Context: an optimization exercise on an open-source flow, tuned for small area and a short achievable clock period. The choices shown serve that exercise and are no tape-out recipe. Function was checked by simulation only, so behaviour that the tests miss may differ from the original. No activity file was given, so power comes from the tool's default toggle rates.

## tally_fmul
module tally_fmul (
    input  wire        clk,
    input  wire        rst,         
    input  wire        in_valid,
    input  wire [31:0] in_a,
    input  wire [31:0] in_b,
    input  wire [2:0]  in_rm,       
    output reg         out_valid,
    output reg  [31:0] out_res,
    output reg  [4:0]  out_flags    
);
    integer i;
    reg        v0;
    reg [31:0] a0, b0;
    reg        ha0, hb0;            
    reg [2:0]  rm0;
    always @(posedge clk) begin
        v0  <= !rst && in_valid;
        a0  <= in_a;
        b0  <= in_b;
        ha0 <= |in_a[30:23];
        hb0 <= |in_b[30:23];
        rm0 <= in_rm;
    end
    wire        sa = a0[31], sb = b0[31];
    wire [7:0]  ea = a0[30:23], eb = b0[30:23];
    wire [22:0] fa = a0[22:0],  fb = b0[22:0];
    wire a_ez = !ha0, b_ez = !hb0;
    wire a_em = (ea == 8'hff), b_em = (eb == 8'hff);
    wire a_fz = (fa == 23'd0), b_fz = (fb == 23'd0);
    wire a_nan  = a_em & ~a_fz, b_nan  = b_em & ~b_fz;
  ...
export LEC_CHECK = 0
export CAP_MARGIN = 20
export CORE_MARGIN = 2
export CORE_UTILIZATION = 40
export CTS_CLUSTER_DIAMETER = 100
export CTS_CLUSTER_SIZE = 20
export SLEW_MARGIN = 20
create_clock -name core_clock -period 18.0 [get_ports {clk}]
standard.sh (not shown) runs the stock make flow with config.mk's settings and CLKGATE_MAP_FILE= SYNTH_SCRIPT=/design/flow/synth_recipe.tcl, a recipe that flattens the netlist after the stock synthesis.
==> flow/flow/run.sh <==
#!/bin/bash
set -euo pipefail
WORK=$(cd "$(dirname "$0")/.." && pwd)
cd "$WORK"
R=$WORK/orfs/results/sky130hd/tally_fmul/base
LIB=$FLOW_HOME/platforms/sky130hd/lib/sky130_fd_sc_hd__tt_025C_1v80.lib
MARGIN=${MARGIN:-13.4}

bash standard.sh synth > "$WORK/log_synth.txt" 2>&1
cp "$R/1_2_yosys.v" "$R/1_2_yosys_standard.v"
python3 "$WORK/flow/fixpol.py" "$LIB" "$R/1_2_yosys_standard.v" "$R/1_2_yosys.v" > "$WORK/log_fixpol.txt" 2>&1
rm -f "$R/1_synth.odb" "$R/1_synth.sdc"

bash standard.sh "BUFFER_PORTS_ARGS=-buffer_cell sky130_fd_sc_hd__buf_1" \
    "SETUP_SLACK_MARGIN=$MARGIN" \
    finish > "$WORK/log_layout.txt" 2>&1
test -f "$WORK/out/final.def"
Other scripts of this flow, unchanged in this note and not shown: flow/flow/fixpol.py
==> next run, changes <==
--- a/flow/flow/run.sh
+++ b/flow/flow/run.sh
@@ -14 +14 @@
-bash standard.sh "BUFFER_PORTS_ARGS=-buffer_cell sky130_fd_sc_hd__buf_1" \
+bash standard.sh "BUFFER_PORTS_ARGS=-buffer_cell sky130_fd_sc_hd__buf_2" \
--- a/flow/config.mk
+++ b/flow/config.mk
@@ -12 +12 @@
-export CTS_CLUSTER_SIZE = 20
+export CTS_CLUSTER_SIZE = 16
Effect: Worst hold slack hardly moves. Non-clock buffer count is unchanged. Power rose by about 0.7%. Global-route usage is about the same. Critical path depth does not change. Clock-buffer cell count rose by 3. Area after synthesis stays the same. Routed wire length rose by about 0.65%.

* * *

Starting RTL as in the previous note.
==> flow/config.mk <==
export PLATFORM = sky130hd
export DESIGN_NAME = tally_fmul
export DESIGN_NICKNAME = tally_fmul
export VERILOG_FILES = /design/flow/design.v
export SDC_FILE = /design/flow/constraint.sdc
export NUM_CORES = 4
export LEC_CHECK = 0
export CAP_MARGIN = 20
export CORE_MARGIN = 2
export CORE_UTILIZATION = 40
export CTS_CLUSTER_DIAMETER = 100
export CTS_CLUSTER_SIZE = 16
export SLEW_MARGIN = 20
==> flow/constraint.sdc <==
create_clock -name core_clock -period 18.0 [get_ports {clk}]
set_input_delay 3.6000 -clock core_clock [delete_from_list [all_inputs] [get_ports {clk}]]
set_output_delay 3.6000 -clock core_clock [all_outputs]
set_load 0.01 [all_outputs]
==> flow/flow/run.sh <==
#!/bin/bash
set -euo pipefail
WORK=$(cd "$(dirname "$0")/.." && pwd)
cd "$WORK"
R=$WORK/orfs/results/sky130hd/tally_fmul/base
LIB=$FLOW_HOME/platforms/sky130hd/lib/sky130_fd_sc_hd__tt_025C_1v80.lib
MARGIN=${MARGIN:-13.5}

bash standard.sh synth > "$WORK/log_synth.txt" 2>&1
cp "$R/1_2_yosys.v" "$R/1_2_yosys_standard.v"
python3 "$WORK/flow/fixpol.py" "$LIB" "$R/1_2_yosys_standard.v" "$R/1_2_yosys.v" > "$WORK/log_fixpol.txt" 2>&1
rm -f "$R/1_synth.odb" "$R/1_synth.sdc"

bash standard.sh "BUFFER_PORTS_ARGS=-buffer_cell sky130_fd_sc_hd__buf_2" \
    "SETUP_SLACK_MARGIN=$MARGIN" \
    finish > "$WORK/log_layout.txt" 2>&1
test -f "$WORK/out/final.def"
Other scripts of this flow, unchanged in this note and not shown: flow/flow/fixpol.py
Next try:
--- a/flow/flow/run.sh
+++ b/flow/flow/run.sh
@@ -6,3 +6,3 @@
 LIB=$FLOW_HOME/platforms/sky130hd/lib/sky130_fd_sc_hd__tt_025C_1v80.lib
-MARGIN=${MARGIN:-13.5}
+MARGIN=${MARGIN:-13.4}
 
Settings changed: CORE_UTILIZATION 40 to 55.
=> Die area goes down by about 27%. Non-clock buffer count goes down by 13. Register-to-register slack got worse by 0.09 ns. Via count goes down by 0.78%. Total power goes up by about 1.3%. Combinational power goes up by about 3%. Cell area goes down by about 2.7%. Global-route usage goes up by 8.8 points.
Next try:
Settings changed: CORE_UTILIZATION 55 to 40, CTS_CLUSTER_SIZE 16 to 20.
=> Total power goes down by 1.1%; wire length goes up by 0.39%; design area goes up by 1.7%; fmax goes up by 0.31%; global-route usage goes down by 9.9 points; die area goes up by about 37%; setup slack improves by 0.014 ns; critical path depth stays the same; sequential share of layout area goes down by 0.33 points; via count stays flat; core utilization goes down by 17 points.

==> port drivers added, routing unchanged <==
No port has a modelled driver above. Below, the same layouts with a new extraction and two added sets of constraints.
Step 1 (the two cells are an assumption about what drives the block):
set clk [get_ports {clk}]
set_driving_cell -lib_cell sky130_fd_sc_hd__clkbuf_16 $clk
set_driving_cell -lib_cell sky130_fd_sc_hd__buf_2 [delete_from_list [all_inputs] $clk]
Step 2 times the ports against the registers' clock, not the clock port: input delays grow and output delays shrink by t, the midpoint of the rising clock arrivals with the driver on.
Slacks: ideal ports / drivers / drivers and shift; pairs: ideal ports / drivers.
| run | t, ns | setup WS [ns] | hold WS [ns] | worst slew at a driven data input, ns |
|---|---|---|---|---|
| the first run of note 1 | 0.619 | 13.393 / 13.329 / 13.433 | 0.330 / 0.330 / 0.330 | 0.04 |
| the second run of note 1 | 0.625 | 13.405 / 13.346 / 13.459 | 0.328 / 0.328 / 0.328 | 0.04 |
| the first run of note 2 | 0.627 | 13.411 / 13.349 / 13.520 | 0.329 / 0.329 / 0.329 | 0.04 |
| the second run of note 2 | 0.630 | 13.386 / 13.324 / 13.426 | 0.323 / 0.323 / 0.323 | 0.04 |
| the third run of note 2 | 0.615 | 13.401 / 13.346 / 13.413 | 0.330 / 0.330 / 0.330 | 0.04 |
After both steps every run listed still meets setup and hold.
